Source: an optimization exercise on an open RTL-to-GDS flow (aim: small area, a short achievable clock period and few clock cycles per item). Production flows keep margins and buffers that such runs may drop.
Function was checked by simulation only, so behaviour that the tests miss may differ from the original.
Power figures rest on the tool's default switching activity, not on a simulated workload.

==> design/flow/design.v <==
module loop_div #(
    parameter integer C = 125,
    parameter integer W = 7         
) (
    input  wire [W+3:0] x,
    output reg  [3:0]   q,
    output reg  [W-1:0] r
);
    integer j;
    reg [W+3:0] m;
    always @(*) begin
        q = 4'd0;
        for (j = 1; j < 16; j = j + 1)
            if (x >= j * C) q = j[3:0];
        m = q * C;
        r = x - m;
    end
endmodule
module loop_engine (
    input  wire               clk,
    input  wire               rst,
    input  wire               start,
    output reg                ready,
    input  wire               preset,
    input  wire        [1:0]  mode,
    input  wire               ff_en,
    input  wire               fb_ok,
    input  wire signed [31:0] sp_r,
    input  wire signed [31:0] fb,
    input  wire signed [31:0] u0,
    input  wire        [23:0] kp,
    input  wire        [26:0] ki,
    input  wire        [20:0] lim_chg,
    input  wire        [20:0] lim_dis,
    input  wire        [31:0] ocv_sum,
    input  wire               ocv_ok,
    input  wire        [23:0] rs_sum,
    input  wire        [31:0] v_last,
    input  wire               vlast_ok,
    output reg                done,
    output reg  signed [31:0] u,
    output reg  signed [31:0] ig,
    output reg  signed [31:0] p,
    output reg  signed [31:0] ff,
    output reg                limhi,
    output reg                limlo,
    output reg                fflost
);
    localparam [31:0] KA = 32'd10000000;     
    localparam [31:0] KB = 32'd655360000;    
    localparam [1:0] ST_IDLE = 2'd0, ST_PREP = 2'd1, ST_RUN = 2'd2, ST_FIN = 2'd3;
    reg [1:0] st;
    reg       busy;                    
    wire      idle = !busy;
    reg               r_preset, r_ffen, r_fbok, r_ocvok, r_vlok;
    reg               r_cls, r_neg, r_m0;
    reg signed [31:0] r_sp, r_fb, r_u0;
    reg        [20:0] r_hi, r_lo;
    reg        [26:0] r_ki;
    wire cls   = r_cls;                  
    wire neg_s = r_neg;                  
    wire ffm0  = r_ffen && r_m0;         
    reg signed [41:0] iq;      
    reg        [29:0] irr;     
    reg        [29:0] irm;     
    reg               itag;    
    reg [1:0] pph;  reg [3:0] pcnt;    
    reg [1:0] vph;  reg [3:0] vcnt;    
    reg [2:0] iph;  reg [3:0] icnt;    
    reg [1:0] ipass;                   
    reg [3:0] ncnt;                    
    reg [1:0] dph;  reg [4:0] dcnt;    
    reg       p_ok, i_ok, s_ok;
    reg       sg_e, sg_sp, sg_c, sg_u;
    wire signed [32:0] d1    = {r_sp[31], r_sp} - {r_fb[31], r_fb};
    wire               ng_e  = d1[32];
    wire        [31:0] ex    = d1[31:0] ^ {32{ng_e}};        
    wire signed [31:0] uprev = r_preset ? r_u0 : u;
    wire               ng_u  = uprev[31];
    wire        [31:0] spabs = r_sp[31] ? -r_sp : r_sp;
    wire conv = !r_preset && r_fbok && (cls != itag);
    reg  [33:0] pA;
    reg  [31:0] pH;
    reg  [23:0] pL;
    reg  [6:0]  prem;
    wire [55:0] pr    = {pH, pL};
    wire [35:0] psum  = {4'd0, pH} + pL[3:0] * pA[31:0];
    wire [6:0]  p_rin  = (pph == 2'd2 && pcnt == 4'd4) ? pr[41:35] : prem;
    wire [14:0] p_x8   = {p_rin, pr[34:27]};
    wire [7:0]  pq8    = p_x8 / 15'd125;
    wire [6:0]  pr_n8  = p_x8 % 15'd125;
    wire        p_skm  = (pL[7:0] == 8'd0) && (pcnt >= 4'd2);
    wire        p_lastm = (pcnt == 4'd1) || (p_skm && pcnt == 4'd2);
    wire        p_lastd = (pcnt == 4'd1);
    wire        p_neg  = sg_e ^ neg_s;
    wire        p_sat  = cls ? (|pr[55:47]) : ((pr[55:35] >= 21'd125) | pr[34]);
    wire [30:0] p_mag  = cls ? pr[46:16] : pr[33:3];
    wire [31:0] p_val  = p_sat ? (p_neg ? 32'h80000000 : 32'h7fffffff)
                               : (p_neg ? -{1'b0, p_mag} : {1'b0, p_mag});
    wire [31:0] p_x    = p_sat ? (p_neg ? 32'h80000000 : 32'h7fffffff) : ({1'b0, p_mag} ^ {32{p_neg}});
    wire        p_c    = !p_sat && p_neg;
    reg  [31:0] vA;
    reg  [31:0] vH;
    reg  [23:0] vL;
    reg  [6:0]  vrem;
    wire [55:0] vr    = {vH, vL};
    wire [40:0] vsum  = {9'd0, vH} + vL[7:0] * vA;
    wire [14:0] vx    = {(vph == 2'd2 && vcnt == 4'd6) ? {2'b00, vr[55:51]} : vrem, vr[50:43]};
    wire [7:0]  vq8   = vx / 15'd125;
    wire [6:0]  vr_n2 = vx % 15'd125;
    wire [47:0] q1    = r_ocvok ? vr[50:3] : 48'd0;
    wire [48:0] q1x   = {1'b0, q1} ^ {49{sg_u}};
    wire signed [48:0] vsig  = {17'd0, vd[31:0]} + q1x + sg_u;
    reg  [51:0] nR;            
    reg  [47:0] vd;            
    reg  [47:0] drem;
    wire [49:0] dx  = {drem, nR[31:30]};
    wire [50:0] ds1 = {1'b0, dx} - {3'b000, vd};
    wire [50:0] ds2 = {1'b0, dx} - {2'b00, vd, 1'b0};
    wire [50:0] ds3 = {1'b0, dx} - {3'b000, vd} - {2'b00, vd, 1'b0};
    wire [1:0]  dq  = !ds3[50] ? 2'd3 : !ds2[50] ? 2'd2 : !ds1[50] ? 2'd1 : 2'd0;
    wire [47:0] dr  = !ds3[50] ? ds3[47:0] : !ds2[50] ? ds2[47:0] : !ds1[50] ? ds1[47:0] : dx[47:0];
    wire        f_sat = nR[31];
    wire [31:0] f_x   = f_sat ? (sg_sp ? 32'h80000000 : 32'h7fffffff) : ({1'b0, nR[30:0]} ^ {32{sg_sp}});
    wire        f_c   = !f_sat && sg_sp;
    wire [31:0] f_val = f_sat ? (sg_sp ? 32'h80000000 : 32'h7fffffff)
                              : (sg_sp ? -{1'b0, nR[30:0]} : {1'b0, nR[30:0]});
    wire        v_rdy = (ncnt == 4'd0) && ((vph == 2'd0 && !r_ocvok) || vph == 2'd3);
    wire [55:0] d_x8  = {drem, nR[31:24]};
    wire        d_sk  = (dcnt >= 5'd4) && (d_x8 < {8'd0, vd});
    wire        d_last = (dcnt == 5'd1) || (d_sk && dcnt == 5'd4);
    reg  [33:0] iH;
    reg  [31:0] iL;
    reg  [16:0] irem;
    wire [65:0] ir    = {iH, iL};
    wire [37:0] isum  = {4'd0, iH} + iL[3:0] * pA;
    wire        ifirst = (iph == 3'd2 && icnt == ((ipass == 2'd2) ? 4'd9 : 4'd10));
    wire [3:0]  iqa, iqb;
    wire [16:0] ira_n;
    wire [9:0]  irb_n;
    wire [16:0] ia_rin = ifirst ? ir[63:47] : irem;
    wire [9:0]  ib_rin = ifirst ? {6'd0, ir[63:60]} : irem[9:0];
    loop_div #(.C(78125), .W(17)) u_ida (.x({ia_rin, ir[46:43]}), .q(iqa), .r(ira_n));
    loop_div #(.C(625), .W(10)) u_idb (.x({ib_rin, ir[59:56]}), .q(iqb), .r(irb_n));
    wire [40:0] ia_x16 = {ia_rin, ir[46:23]};
    wire [24:0] ia_x8  = {ia_rin, ir[46:39]};
    wire [33:0] ib_x16 = {ib_rin, ir[59:36]};
    wire [17:0] ib_x8  = {ib_rin, ir[59:52]};
    wire        i_skm  = (iL[7:0] == 8'd0) && (icnt >= 4'd2);
    wire        i_sk4  = (icnt >= 4'd6) && (cls ? (ib_x16 < 34'd625) : (ia_x16 < 41'd78125));
    wire        i_sk2  = (icnt >= 4'd2) && (cls ? (ib_x8 < 18'd625) : (ia_x8 < 25'd78125));
    wire        i_lastm = (icnt == 4'd1) || (i_skm && icnt == 4'd2);
    wire        i_lastd = (icnt == 4'd1) || (i_sk4 && icnt == 4'd6) || (!i_sk4 && i_sk2 && icnt == 4'd2);
    wire [39:0] qx = ir[39:0];
    wire [29:0] rx = cls ? {irem[9:0], ir[59:40]} : {6'd0, irem[16:0], ir[46:40]};
    wire        sx = (ipass == 2'd2) ? (sg_e ^ neg_s) : (ipass == 2'd0) ? sg_c : 1'b0;
    wire [29:0] kk = cls ? KB[29:0] : KA[29:0];
    wire signed [41:0] qb = (ipass == 2'd0) ? 42'sd0 : iq;
    wire [29:0] rxm  = kk - 30'd1 - rx;
    wire [29:0] r_new = sx ? rxm : rx;
    wire [29:0] m_new = sx ? rx : rxm;
    wire [29:0] rt1  = neg_s ? irr : irm;       
    wire [29:0] rt0  = neg_s ? irm : irr;       
    wire [33:0] ih1  = {7'd0, r_ki} + {4'd0, rt1};
    wire        cq   = sx;
    wire [41:0] qxs  = {2'b00, qx} ^ {42{sx}};
    wire signed [41:0] q_acc = qb + qxs + cq;
    reg  signed [32:0] sS;     
    reg  signed [41:0] wr;     
    wire signed [41:0] s42  = {{9{sS[32]}}, sS};
    wire signed [41:0] w_acc = qb + qxs + s42 + cq;
    wire               rnz  = !r_preset && (irr != 30'd0);
    wire               inc  = rnz && iq[41];
    wire        w_big  = |wr[40:21];
    wire        w_nbig = ~&wr[40:21];
    wire [21:0] wlo_s  = {1'b0, wr[20:0]} + {1'b0, r_lo};
    wire        w_gt_hi = !wr[41] && (w_big || wr[20:0] > r_hi);
    wire        w_eq_hi = !wr[41] && !w_big && wr[20:0] == r_hi;
    wire        w_lt_lo = wr[41] && (w_nbig || !wlo_s[21]);
    wire        hiC  = w_gt_hi || (w_eq_hi && rnz);
    wire        loC  = w_lt_lo;
    wire signed [41:0] hi42 = {21'd0, r_hi};
    wire signed [41:0] lo42 = -$signed({21'd0, r_lo});
    wire signed [41:0] wu   = wr + inc;
    wire signed [41:0] un42 = hiC ? hi42 : loC ? lo42 : wu;
    wire signed [41:0] g_hi = hi42 - s42;
    wire signed [41:0] g_lo = lo42 - s42;
    wire signed [41:0] g_md = r_preset ? {{10{r_u0[31]}}, r_u0} - s42 : iq + inc;
    wire signed [41:0] igm  = hiC ? g_hi : loC ? g_lo : g_md;
    wire signed [31:0] unew = un42[31:0];
    wire signed [31:0] igs  = (!igm[41] && (|igm[40:31])) ? 32'sh7fffffff :
                              (igm[41] && !(&igm[40:31])) ? 32'sh80000000 : igm[31:0];
    always @(posedge clk) begin
        if (rst) begin
            st    <= ST_IDLE;
            ready <= 1'b1;
            busy  <= 1'b0;
            done  <= 1'b0;
            u     <= 32'sd0;
            ig    <= 32'sd0;
            p     <= 32'sd0;
            ff    <= 32'sd0;
            limhi <= 1'b0;
            limlo <= 1'b0;
            fflost <= 1'b0;
            iq    <= 42'sd0;
            irr   <= 30'd0;
            irm   <= KA[29:0] - 30'd1;
            itag  <= 1'b0;
            pph   <= 2'd0;
            vph   <= 2'd0;
            iph   <= 3'd0;
            dph   <= 2'd0;
            ncnt  <= 4'd0;
        end else begin
            done <= 1'b0;
            case (st)
                ST_IDLE: if (start) begin
                    if (!preset && !fb_ok) begin
                        limhi <= (u == $signed({11'd0, lim_chg}));
                        limlo <= (u == -$signed({11'd0, lim_dis}));
                        done  <= 1'b1;
                    end else begin
                        st    <= ST_PREP;
                        ready <= 1'b0;
                        busy  <= 1'b1;
                    end
                end
                ST_PREP: begin
                    if (!r_preset && !r_fbok) begin
                        limhi <= (u == $signed({11'd0, r_hi}));
                        limlo <= (u == -$signed({11'd0, r_lo}));
                        done  <= 1'b1;
                        ready <= 1'b1;
                        busy  <= 1'b0;
                        st    <= ST_IDLE;
                    end else begin
                        st <= ST_RUN;
                        fflost <= ffm0 && !r_ocvok;
                        if (r_preset) p <= 32'sd0;
                        if (ffm0 && (r_ocvok || r_vlok)) begin
                            vph  <= r_ocvok ? 2'd1 : 2'd0;
                            ncnt <= 4'd4;
                            dph  <= 2'd1;
                        end else begin
                            ff <= (r_ffen && cls) ? r_sp : 32'sd0;
                        end
                        if (!r_preset) begin
                            pph <= conv ? 2'd0 : 2'd1;
                            iph <= 3'd1;
                        end
                    end
                end
                ST_RUN: begin
                    if (i_ok && s_ok) begin
                        if (!r_preset) begin
                            iq  <= q_acc;
                            irr <= r_new;
                            irm <= m_new;
                        end
                        st    <= ST_FIN;
                        ready <= 1'b1;
                        busy  <= 1'b0;
                    end
                end
                ST_FIN: begin
                    u     <= unew;
                    ig    <= igs;
                    limhi <= (unew == $signed({11'd0, r_hi}));
                    limlo <= (unew == -$signed({11'd0, r_lo}));
                    if (hiC || loC || r_preset) begin
                        iq  <= igm;
                        irr <= 30'd0;
                        irm <= kk - 30'd1;
                    end
                    itag  <= cls;
                    done  <= 1'b1;
                    if (start) begin
                        st    <= ST_PREP;
                        ready <= 1'b0;
                        busy  <= 1'b1;
                    end else begin
                        st    <= ST_IDLE;
                    end
                end
                default: st <= ST_IDLE;
            endcase
            case (pph)
                2'd1: if (p_lastm) pph <= cls ? 2'd3 : 2'd2;
                2'd2: if (p_lastd) pph <= 2'd3;
                2'd3: begin p <= p_val; pph <= 2'd0; end
                default: ;
            endcase
            case (vph)
                2'd1: if (vcnt == 4'd1) vph <= 2'd2;
                2'd2: if (vcnt == 4'd1) vph <= 2'd3;
                default: ;
            endcase
            case (dph)
                2'd1: if (v_rdy) begin
                          vph <= 2'd0;
                          if (vsig <= 49'sd0) begin
                              ff  <= 32'sd0;
                              dph <= 2'd0;
                          end else begin
                              dph <= 2'd2;
                          end
                      end
                2'd2: if (d_last) dph <= 2'd3;
                2'd3: begin ff <= f_val; dph <= 2'd0; end
                default: ;
            endcase
            if (ncnt != 4'd0) ncnt <= ncnt - 4'd1;
            case (iph)
                3'd1: if (i_lastm) iph <= 3'd2;
                3'd2: if (i_lastd) iph <= (ipass == 2'd2) ? 3'd0 : 3'd4;
                3'd4: begin
                    iq  <= q_acc;
                    irr <= r_new;
                    irm <= m_new;
                    iph <= (ipass == 2'd0) ? 3'd1 : 3'd5;
                end
                3'd5: begin
                    iph <= 3'd1;
                    pph <= 2'd1;
                end
                default: ;
            endcase
        end
    end
    always @(posedge clk) begin
        if (idle) begin
            r_preset <= preset;
            r_cls    <= (mode == 2'd1);
            r_neg    <= mode[1];
            r_m0     <= (mode == 2'd0);
            r_ffen   <= ff_en;
            r_fbok   <= fb_ok;
            r_ocvok  <= ocv_ok;
            r_vlok   <= vlast_ok;
            r_sp     <= sp_r;
            r_fb     <= fb;
            r_u0     <= u0;
            vd       <= {16'd0, ocv_ok ? ocv_sum : v_last};
            r_hi     <= lim_chg;
            r_lo     <= lim_dis;
            r_ki     <= ki;
            pL       <= kp;
            vL       <= rs_sum;
        end
        if (st == ST_PREP) begin
            p_ok  <= r_preset;
            i_ok  <= r_preset;
            s_ok  <= 1'b0;
            sg_e  <= ng_e;
            sg_u  <= ng_u;
            sg_sp <= r_sp[31];
            sg_c  <= iq[41];
            pH    <= ng_e ? {8'd0, pL} : 32'd0;
            pcnt  <= 4'd6;
            vA    <= uprev ^ {32{ng_u}};
            vH    <= ng_u ? {8'd0, vL} : 32'd0;
            vcnt  <= 4'd3;
            nR    <= {20'd0, spabs};
            if (conv) begin
                ipass <= 2'd0;
                icnt  <= 4'd8;
                pA    <= iq[33:0] ^ {34{iq[41]}};
                iL    <= cls ? KA : KB;
                iH    <= iq[41] ? {2'd0, (cls ? KA + KB - 32'd1 : KB + KA - 32'd1)} : 34'd0;
            end else begin
                ipass <= 2'd2;
                icnt  <= 4'd7;
                pA    <= {2'b00, ex};
                iL    <= {5'd0, r_ki};
                iH    <= ng_e ? ih1 : {4'd0, rt0};
            end
        end else begin
            if (pph == 2'd3) p_ok <= 1'b1;
            if (iph == 3'd2 && i_lastd && ipass == 2'd2) i_ok <= 1'b1;
            if (st == ST_RUN && !s_ok) begin
                if (dph == 2'd3 && p_ok) begin
                    sS   <= {p[31], p} + {f_x[31], f_x} + f_c;
                    s_ok <= 1'b1;
                end else if (dph == 2'd0 && pph == 2'd3) begin
                    sS   <= {ff[31], ff} + {p_x[31], p_x} + p_c;
                    s_ok <= 1'b1;
                end else if (dph == 2'd0 && p_ok) begin
                    sS   <= {ff[31], ff} + {p[31], p};
                    s_ok <= 1'b1;
                end
            end
            if (st == ST_RUN && i_ok && s_ok)
                wr <= r_preset ? {{10{r_u0[31]}}, r_u0} : w_acc;
        end
        case (pph)
            2'd1: begin
                if (p_skm) begin
                    pH <= {8'd0, pH[31:8]};
                    pL <= {pH[7:0], pL[23:8]};
                end else begin
                    pH <= psum[35:4];
                    pL <= {psum[3:0], pL[23:4]};
                end
                pcnt <= p_lastm ? 4'd4 : pcnt - (p_skm ? 4'd2 : 4'd1);
            end
            2'd2: begin
                prem <= pr_n8;
                {pH[10:0], pL[23:3]} <= {pH[2:0], pL[23:3], pq8};
                pcnt <= pcnt - 4'd1;
            end
            default: ;
        endcase
        case (vph)
            2'd1: begin
                vH <= vsum[39:8];
                vL <= {vsum[7:0], vL[23:8]};
                if (vcnt != 4'd1) begin
                    vcnt <= vcnt - 4'd1;
                end else if (r_preset) begin
                    vcnt <= 4'd6;
                end else begin
                    vcnt <= 4'd5;
                    vrem <= {5'd0, vsum[28:27]};
                    {vH[26:0], vL[23:3]} <= {vsum[26:0], vL[23:11], 8'd0};
                end
            end
            2'd2: begin
                vrem <= vr_n2;
                {vH[26:0], vL[23:3]} <= {vH[18:0], vL[23:3], vq8};
                vcnt <= vcnt - 4'd1;
            end
            default: ;
        endcase
        if (ncnt > 4'd1) nR <= {nR[44:0], 7'd0} - {nR[50:0], 1'b0} - nR;
        if (ncnt == 4'd1) begin
            drem     <= {19'd0, nR[51:23]};
            nR[31:0] <= {nR[22:0], 9'd0};
        end
        case (dph)
            2'd1: if (v_rdy) begin
                      vd   <= vsig[47:0];
                      dcnt <= 5'd16;
                  end
            2'd2: begin
                if (d_sk) begin
                    drem <= d_x8[47:0];
                    nR[31:0] <= {nR[23:0], 8'd0};
                    dcnt <= dcnt - 5'd4;
                end else begin
                    drem <= dr;
                    nR[31:0] <= {nR[29:0], dq};
                    dcnt <= dcnt - 5'd1;
                end
            end
            default: ;
        endcase
        case (iph)
            3'd1: begin
                if (i_skm) begin
                    iH <= {8'd0, iH[33:8]};
                    iL <= {iH[7:0], iL[31:8]};
                end else begin
                    iH <= isum[37:4];
                    iL <= {isum[3:0], iL[31:4]};
                end
                icnt <= !i_lastm ? icnt - (i_skm ? 4'd2 : 4'd1) : (ipass == 2'd2) ? 4'd9 : 4'd10;
            end
            3'd2: begin
                if (i_sk4) begin
                    irem <= cls ? {7'd0, ib_x16[9:0]} : ia_x16[16:0];
                    {iH, iL} <= {iH[9:0], iL, 24'd0};
                    icnt <= icnt - 4'd6;
                end else if (i_sk2) begin
                    irem <= cls ? {7'd0, ib_x8[9:0]} : ia_x8[16:0];
                    {iH, iL} <= {iH[25:0], iL, 8'd0};
                    icnt <= icnt - 4'd2;
                end else begin
                    irem <= cls ? {7'd0, irb_n} : ira_n;
                    {iH, iL} <= {iH[29:0], iL, (cls ? iqb : iqa)};
                    icnt <= icnt - 4'd1;
                end
                if (ipass == 2'd0) pA <= {4'd0, irr};
            end
            3'd4: begin
                icnt  <= 4'd8;
                ipass <= 2'd1;
                iL    <= 32'd1;
                iH    <= {4'd0, r_new};
            end
            3'd5: begin
                ipass <= 2'd2;
                icnt  <= 4'd7;
                pA    <= {2'b00, ex};
                iL    <= {5'd0, r_ki};
                iH    <= ng_e ? ih1 : {4'd0, rt0};
            end
            default: ;
        endcase
    end
endmodule
==> design/flow/flow/run.sh <==
#!/bin/bash
# Standard layout, with the timing repair aiming at a setup slack of 11.5 ns
# (the clock period and constraints are the design's own).
set -euo pipefail
export SETUP_SLACK_MARGIN=11.5
bash standard.sh finish > flow_make.log 2>&1
==> design/flow/standard.sh <==
#!/bin/bash
# synth_recipe.tcl (not shown) runs the flow's synth.tcl, then flattens the netlist and writes it again
# the make line also repeats each setting of config.mk as NAME=value (left out here)
make -C /OpenROAD-flow-scripts/flow DESIGN_CONFIG=/design/flow/config.mk WORK_HOME=/design/flow/orfs CLKGATE_MAP_FILE= SYNTH_SCRIPT=/design/flow/synth_recipe.tcl "${@:-finish}"
==> design/flow/config.mk <==
export PLATFORM = sky130hd
export DESIGN_NAME = loop_engine
export DESIGN_NICKNAME = loop_engine
export VERILOG_FILES = /design/flow/design.v
export SDC_FILE = /design/flow/constraint.sdc
export NUM_CORES = 4
export LEC_CHECK = 0
export CAP_MARGIN = 20
export CORE_MARGIN = 2
export CORE_UTILIZATION = 40
export PLACE_DENSITY = 0.6
export SLEW_MARGIN = 20
==> design/flow/constraint.sdc <==
create_clock -name core_clock -period 18.0 [get_ports {clk}]
set_input_delay 3.6000 -clock core_clock [delete_from_list [all_inputs] [get_ports {clk}]]
set_output_delay 3.6000 -clock core_clock [all_outputs]
set_load 0.01 [all_outputs]
==> qor.yml, run 1 <==
run_status:
  status: "no timing/DRC/antenna violations"
cts:
  cts_tree: "yes"
  cts_buffer_depth: 4
  clk_pin_slew_ps: 60
  cts_root_buf: "clkbuf_16"
  clkLatencyLatePin_ps: 870
  htreeDepth: 4
  cts_made_buffers: 136
  clock_sinks: 948
critical_path:
  cp_max_fo: 7
  r2r_slack_ps: 10280
  max_stage_delay_ps: 450
  crit_type: "reg -> reg"
  arrival_ps: 8300
  critPathSlowestCell: "edfxtp_1"
  path_common_cell: "buf_4"
  critical_path_required_ps: 18580
  startpoint_type: "flop"
  cp-end-kind: "flop"
place:
  portBuffers: 419
  gp_congestion: 0.971
  dpl.hpwl_um: 344000
finish:
  syn_to_final_growth_pct: 24.0
  nFillCells: 26600
  nNetsFinal: 16600
  drive_above_1_share: 0.165
sta:
  hold_viol: 0
  rsz0062_at_grt: "true"
  tns_ps: 0
  finClkSkew_ps: 57.4
  fin_crit_sh: 0.429
  report.final.slew_viol_count: 0
  min_period_ps: 7720
  worstMarginPinSlew_ps: 1230
  max_freq_mhz: 130
  setup_viol: 0
  relSlewSlack: 0.175
yosys:
  netlist_area_mm2: 0.113
  synth_seq_cells: 948
  syn_avg_cell_area_um2: 8.00
  syn_nets: 15800
  ys_seq_area_frac: 0.223
  synthCells: 14100
  ys_types: 134
  synth_edf_count: 613
  synth_flop_cell: "edfxtp_1"
  ys_warn_count: 3
  synthArstFlopShare: 0
power_and_ir_drop:
  p_leak_nw: 56.7
  ir_worst_vdd_v: 0.000548
  p_per_area_mw_per_mm2: 242
  total_power_mw: 33.8
routing:
  wl_per_cell_um: 25.7
  routed_wl_um: 480000
  postRouteAntennaNets: 0
  via_per_inst: 6.06
  via_count: 113000
  drc: 0
  drtPass1Iterations: 6
  first_iter_violations: 13000
global_routing:
  grt_pass1_vias: 104000
  grt_usage: 0.317
  overflow: 0
  grt_max_degree: 109
  antenna_found_initial: 26
  grt_pass1_wl_um: 688000
flow_run:
  cap_violations: 0
floorplanning:
  core_mm2: 0.280
  dieHeight_um: 535
  die_w_um: 535
  die_area_mm2: 0.286
  num_io_pins: 420
  initial_core_util: 0.403
  rows: 194
hold_path:
  hold_path_class: "reg -> reg"
## cell usage after synthesis (22+ instances only)
cell | count | area, um2
xor2_1 | 290 | 2540
o31a_1 | 24 | 210
o41ai_1 | 22 | 193
o22ai_1 | 74 | 463
mux2_2 | 54 | 608
o21bai_1 | 76 | 571
inv_1 | 981 | 3680
nor2_1 | 1128 | 4230
nand3b_1 | 67 | 503
a311oi_1 | 26 | 228
nand4_1 | 127 | 795
nand2b_1 | 155 | 970
o21a_1 | 92 | 691
a31oi_1 | 169 | 1060
and3_1 | 119 | 744
o21ai_0 | 944 | 4720
mux2i_1 | 299 | 2990
nor4_1 | 87 | 544
a21boi_0 | 87 | 653
nor2b_1 | 128 | 801
or4_1 | 32 | 240
a211oi_1 | 234 | 1760
nor3_1 | 307 | 1540
a211o_1 | 38 | 333
dfxtp_1 | 335 | 6710
nand3_1 | 366 | 1830
a21o_1 | 158 | 1190
a22o_1 | 24 | 210
nand2_1 | 1577 | 5920
buf_1 | 102 | 383
o31ai_1 | 104 | 781
xnor2_1 | 830 | 7270
a21oi_1 | 1073 | 5370
o221ai_1 | 61 | 534
nor3b_1 | 25 | 188
fa_1 | 474 | 9490
ha_1 | 923 | 11500
clkbuf_1 | 651 | 2440
edfxtp_1 | 613 | 18400
or3_1 | 98 | 613
and2_1 | 328 | 2050
a221oi_1 | 53 | 464
a22oi_1 | 75 | 563
o211ai_1 | 185 | 1390
or2_2 | 71 | 444
## power breakdown
group	internal, mW	switching [mW]
Clock	1.65	1.19
Combinational	11.9	15.2
Sequential	2.94	0.890
## metrics by stage
step / instances / util / hold WS (ps) / worst slack, ps / instance area (um2)
2_1_floorplan: 14100 / - / 432 / 10880 / 114000
3_3_place_gp: 17600 / 0.433 / 442 / 9080 / 121000
3_5_place_dp: 17600 / 0.433 / 448 / 9040 / 121000
4_1_cts: 18400 / 0.478 / 457 / 10620 / 134000
5_1_grt: 18700 / 0.499 / 491 / 9990 / 140000
6_report: 18700 / 0.499 / 461 / 10280 / 140000
## flip-flops by register name, summed over array words and instances (netlist names), 33 cells and up, named ones only
signal  count
nR         52
drem       48
vd         48
iq         42
wr         42
iH         34
pA         34
sS         33
## what timing repair did
item                       CTS  global route
setup buffers              492           266
setup endpoints to repair  386           377
pin swaps                  457           583
resized for setup          731           833
hold buffers                 0             0
cloned                      48            11
## per-layer routing
layer | share of wire | up-vias | routed length [um] | global-route usage
met4 | 0.069 | 12 | 33200 | 0.182
met5 | 0.00033 | - | 159 | 0
met2 | 0.42 | 6039 | 201000 | 0.465
met3 | 0.10 | 1195 | 48600 | 0.0603
li1 | - | 51600 | - | -
met1 | 0.41 | 54500 | 197000 | 0.433
## cell families (layout without fill, tap and decap cells)
kind of cell	Yosys count	after routing	synth area share
DFF	948	948	0.223
muxes	361	362	0.0333
other	0	19	0
and+or+nand+nor	4693	4696	0.196
buffers and inverters	1773	2654	0.0596
adders and majority gates	1400	1400	0.187
xor gates and xnor gates	1122	1122	0.0873
AOI/OAI and AO/OA	3789	3792	0.214
## cells in the final DEF, fill, tap and decap left out, types with 73 or more instances in the layout
master / n
inv_1: 932
fa_1: 461
nand2_1: 1494
buf_6: 126
o211ai_1: 185
nor3_1: 280
o21ai_1: 109
xor2_1: 277
a21o_1: 152
o21a_1: 90
nor2_1: 1089
and3_1: 111
edfxtp_1: 613
nor2b_1: 114
dfxtp_1: 316
a21oi_2: 120
mux2i_1: 291
clkbuf_16: 148
o31ai_1: 73
nor4_1: 75
nand2b_1: 144
nand3_1: 352
ha_1: 872
clkdlybuf4s50_1: 417
xnor2_1: 768
or3_1: 87
a211oi_1: 150
o21ai_2: 94
and2_1: 306
a21oi_1: 936
a31oi_1: 137
o21ai_0: 743
buf_4: 745
a211oi_2: 75
nand4_1: 127
## worst paths after layout
kind | cells after the start | start | endpoint
worst min register to register | 2 | iq[40]$_SDFFE_PP0P_ | iq[40]$_SDFFE_PP0P_
worst max register to register | 50 | ipass[0]$_SDFFCE_PP0P_ | irem[7]$_DFFE_PP_
worst min-delay path | 2 | iq[40]$_SDFFE_PP0P_ | iq[40]$_SDFFE_PP0P_
worst max-delay path | 50 | ipass[0]$_SDFFCE_PP0P_ | irem[7]$_DFFE_PP_
## final cells by class
cell class / instances / area (um2) / area share
multi-input combinational: 11400 / 87600 / 0.626
tap: 3724 / 4660 / 0.0333
timing repair inverter: 1 / 6.26 / 0.0000448
clock buffer: 173 / 3680 / 0.0263
clock inverter: 73 / 842 / 0.00602
antenna: 19 / 47.5 / 0.000340
inverter: 1000 / 3840 / 0.0274
sequential: 948 / 25200 / 0.180
timing repair buffer: 1407 / 14000 / 0.100
## critical path: cells and delay by family, from the launching register on
kind,cells,cell delay [ps]
buffers and inverters,15,1850
adders and majority gates,3,870
and+or+nand+nor,15,1530
DFF,1,450
AOI/OAI and AO/OA,17,2710
Testbench counts, summed over its fixed seeds: cycles 51,274, items 3,200.
==> inputs of run 2 (changes only) <==
--- a/design/flow/design.v
+++ b/design/flow/design.v
@@ -71,7 +71,7 @@
     reg [3:0] ncnt;                    
     reg [1:0] dph;  reg [4:0] dcnt;    
     reg       p_ok, i_ok, s_ok;
-    reg       sg_e, sg_sp, sg_c, sg_u;
+    reg       sg_e, sg_sp, sg_u;
     wire signed [32:0] d1    = {r_sp[31], r_sp} - {r_fb[31], r_fb};
     wire               ng_e  = d1[32];
     wire        [31:0] ex    = d1[31:0] ^ {32{ng_e}};        
@@ -153,7 +153,7 @@
     wire        i_lastd = (icnt == 4'd1) || (i_sk4 && icnt == 4'd6) || (!i_sk4 && i_sk2 && icnt == 4'd2);
     wire [39:0] qx = ir[39:0];
     wire [29:0] rx = cls ? {irem[9:0], ir[59:40]} : {6'd0, irem[16:0], ir[46:40]};
-    wire        sx = (ipass == 2'd2) ? (sg_e ^ neg_s) : (ipass == 2'd0) ? sg_c : 1'b0;
+    reg         sx;        
     wire [29:0] kk = cls ? KB[29:0] : KA[29:0];
     wire signed [41:0] qb = (ipass == 2'd0) ? 42'sd0 : iq;
     wire [29:0] rxm  = kk - 30'd1 - rx;
@@ -355,13 +355,13 @@
             sg_e  <= ng_e;
             sg_u  <= ng_u;
             sg_sp <= r_sp[31];
-            sg_c  <= iq[41];
             pH    <= ng_e ? {8'd0, pL} : 32'd0;
             pcnt  <= 4'd6;
             vA    <= uprev ^ {32{ng_u}};
             vH    <= ng_u ? {8'd0, vL} : 32'd0;
             vcnt  <= 4'd3;
             nR    <= {20'd0, spabs};
+            sx    <= conv ? iq[41] : (ng_e ^ neg_s);
             if (conv) begin
                 ipass <= 2'd0;
                 icnt  <= 4'd8;
@@ -483,12 +483,14 @@
                 if (ipass == 2'd0) pA <= {4'd0, irr};
             end
             3'd4: begin
+                sx    <= 1'b0;
                 icnt  <= 4'd8;
                 ipass <= 2'd1;
                 iL    <= 32'd1;
                 iH    <= {4'd0, r_new};
             end
             3'd5: begin
+                sx    <= sg_e ^ neg_s;
                 ipass <= 2'd2;
                 icnt  <= 4'd7;
                 pA    <= {2'b00, ex};
==> design/flow/flow/run.sh (replaced) <==
#!/bin/bash
# Standard layout, with the timing repair aiming at a setup slack of 11.5 ns
# on the worst paths (the clock period and constraints are the design's own).
set -euo pipefail
export SETUP_SLACK_MARGIN=11.5
export TNS_END_PERCENT=5
bash standard.sh finish > flow_make.log 2>&1
==> run 2 against run 1 <==
  * Non-clock buffer count decreased by 403
  * Count of clock-buffer cells in the layout shrank 15
  * Routed wire length fell by 1.7%
  * Fmax increased by 0.33%
  * Area after synthesis down 0.55%
  * Clock power decreased by 6%
  * Global-route usage decreased by 0.34 points
  * Still clean on timing, DRC and antenna
  * Combinational power shrank 16%
  * Final area shrank 6.1%
  * First-iteration DRC count fell by 5.8%
==> qor.yml, run 2 <==
flow_run:
  cap_violations: 0
yosys:
  synth_flop_cell: "edfxtp_1"
  synth_top_area_share: 0.164
  synthCells: 14000
  synth_top_cell_by_area: "edfxtp_1"
  synth.area.top_cells: "edfxtp_1 (16%), ha_1 (10%), fa_1 (8.5%), xnor2_1 (6.1%), dfxtp_1 (6.0%)"
  ys_warn_count: 3
  synth_top_cells_by_count: "nand2_1 (1,589), nor2_1 (1,106), a21oi_1 (1,057), inv_1 (976), ha_1 (924)"
  synth_edf_count: 613
  netlist_area_mm2: 0.112
  syn_avg_cell_area_um2: 8.04
  syn_nets: 15600
  ys_types: 133
  synth_seq_cells: 948
  yosysMostFrequentCell: "nand2_1"
  synthArstFlopShare: 0
  ys_seq_area_frac: 0.224
place:
  portBuffers: 419
  post_dp_cell_area_mm2: 0.120
  gp_congestion: 1.02
  dpl.hpwl_um: 353000
  post-place-ws_ps: 8390
sta:
  rsz0062_at_grt: "true"
  min_period_ps: 7690
  setup_viol: 0
  hold_viol: 0
  relSlewSlack: 0.191
  tns_ps: 0
  max_freq_mhz: 130
  finalWorstSetupSlack_ps: 10310
  worstMarginPinSlew_ps: 1210
  fin_crit_sh: 0.427
  report.final.slew_viol_count: 0
  finClkSkew_ps: 80.5
critical_path:
  critical_path_required_ps: 18660
  r2r_slack_ps: 10310
  arrival_ps: 8360
  max_stage_delay_ps: 530
  startpoint_type: "flop"
  cp-end-kind: "flop"
  path_common_cell: "a21oi_1"
  crit_type: "reg -> reg"
  critPathSlowestCell: "fa_1"
  cp_max_fo: 37
cts:
  cts_root_buf: "clkbuf_16"
  clkLatencyLatePin_ps: 940
  cts_made_buffers: 125
  clock_sinks: 948
  cts_buffer_depth: 4
  cts_tree: "yes"
  htreeDepth: 3
  ctsHoldBuffers: 0
  clk_pin_slew_ps: 60
power_and_ir_drop:
  p_per_area_mw_per_mm2: 222
  ir_worst_vdd_v: 0.000497
  p_leak_nw: 53.8
  p_int_mw: 13.7
  p_seq_frac: 0.131
  p_sw_mw: 15.4
  combPwrFrac: 0.778
  p_clk_frac: 0.091
  swShare: 0.528
routing:
  postRouteAntennaNets: 0
  via_count: 110000
  via_per_inst: 6.05
  first_iter_violations: 12200
  drc: 0
  routed_wl_um: 472000
  drtPass1Iterations: 12
  wl_per_cell_um: 26.0
global_routing:
  grt_usage: 0.314
  overflow: 0
  antenna_found_initial: 28
  grt_pass1_vias: 102000
  grt_max_degree: 153
  grt_pass1_wl_um: 680000
floorplanning:
  rows: 194
  core_mm2: 0.279
  dieHeight_um: 533
  die_w_um: 533
  num_io_pins: 420
  initial_core_util: 0.402
  die_area_mm2: 0.285
finish:
  multi_input_area_mm2: 0.0838
  largest_reg_flops: 52
  final_common_cell: "nand2_1"
  syn_to_final_growth_pct: 17.0
  seq_area_mm2: 0.0251
  final_cell_area_mm2: 0.131
  top_register: "nR"
  drive_above_1_share: 0.109
  final_cell_mix: "nand2_1 (1,550), nor2_1 (1,078), a21oi_1 (991)"
  largestRegisters: "nR x52, drem x48, vd x48"
  nFillCells: 27500
  nNetsFinal: 16000
run_status:
  status: "no timing/DRC/antenna violations"
hold_path:
  hold_path_class: "reg -> reg"
## run 2: layout make-up
class                      count  share of cell area
multi-input combinational  11300               0.639
sequential                   948               0.192
timing repair buffer        1004              0.0734
tap                         3724              0.0355
inverter                     999              0.0290
clock buffer                 158              0.0259
clock inverter                74             0.00587
antenna                        7            0.000133
## run 2: kinds of logic (layout without fill, tap and decap cells)
logic type / after synthesis / after routing / share of synthesized area
XOR/XNOR: 1151 / 1151 / 0.0902
other: 0 / 7 / 0
AND/OR/NAND/NOR: 4539 / 4542 / 0.189
AO/OA/AOI/OAI: 3840 / 3845 / 0.220
adder cells (fa/ha/maj): 1402 / 1402 / 0.188
buffers and inverters: 1761 / 2235 / 0.0596
flip-flops: 948 / 948 / 0.224
multiplexers: 314 / 314 / 0.0296
## run 2: worst max-delay path, delay by kind of cell, from the launching register on
family | cells | cell delay, ps
flops | 1 | 440
simple gates | 3 | 440
fa+ha+maj | 4 | 1880
compound gates | 19 | 3870
buf+inv | 2 | 340
xor+xnor | 1 | 330
## run 2: layer usage
metal  global-route usage  vias up  part of all wire
li1                     -    50400                 -
met1                0.404    52800              0.40
met2                0.489     5518              0.44
met3               0.0526     1204             0.089
met4                0.195       18             0.075
met5                    0        -           0.00022
## run 2: power groups by stage
| stage | clock network, mW | registers, mW | logic (mW) |
|---|---|---|---|
| after CTS | 2.69 | 3.76 | 21.2 |
| after detailed placement | 0 | 3.83 | 20.5 |
| after floorplan | 0 | 3.26 | 15.5 |
| final | 2.67 | 3.81 | 22.7 |
| after global routing | 2.76 | 3.81 | 25.0 |
| after global placement | 0 | 3.83 | 20.4 |
## run 2: final timing paths
check                                          start                   end  cells after the start
worst max-delay path                 iL[3]$_DFFE_PP_  iH[32]$_SDFFCE_PP0P_                     29
worst min-delay path            irm[14]$_SDFFE_PP0P_  irm[14]$_SDFFE_PP0P_                      2
worst max register to register       iL[3]$_DFFE_PP_  iH[32]$_SDFFCE_PP0P_                     29
worst min register to register  irm[14]$_SDFFE_PP0P_  irm[14]$_SDFFE_PP0P_                      2
## run 2: what timing repair did
action,CTS,global route
pin swaps,105,237
gates cloned,10,22
endpoints found under the setup margin,398,449
setup buffers,170,191
gates resized for setup,328,512
## run 2: metrics by stage
| stage | power, mW | std cells | hold slack, ps | util |
|---|---|---|---|---|
| after floorplan | 18.8 | 14000 | 441 | - |
| after global placement | 24.3 | 17500 | 457 | 0.430 |
| after detailed placement | 24.3 | 17500 | 460 | 0.430 |
| after CTS | 27.6 | 17900 | 468 | 0.456 |
| after global routing | 31.5 | 18200 | 478 | 0.470 |
| final | 29.1 | 18200 | 470 | 0.470 |
Testbench counts of run 2, summed over its fixed seeds: cycles 51,274, items 3,200.

[afterwards: timing with drivers on the ports]
In the flow no input, the clock included, has a driving cell. The finished layouts below were timed again as built, in two steps.
Step 1 assumes that a clkbuf_16 drives the clock port and a buf_2 every other input.
Step 2 times the ports against the registers' clock, not the clock port: input delays grow and output delays shrink by t, the midpoint of the rising clock arrivals with the driver on.
Three values: ideal, step 1, step 2; two values: the first two.
run | shift t [ns] | slack for setup (ns) | latest minus earliest clock arrival (ns) | worst register clock-pin slew, ns
run 1 | 0.936 | 10.282 / 10.282 / 10.282 | 0.062 / 0.062 | 0.07 / 0.07
run 2 | 1.000 | 10.308 / 10.308 / 10.308 | 0.081 / 0.081 | 0.07 / 0.07
After both steps every run listed still meets setup and hold.
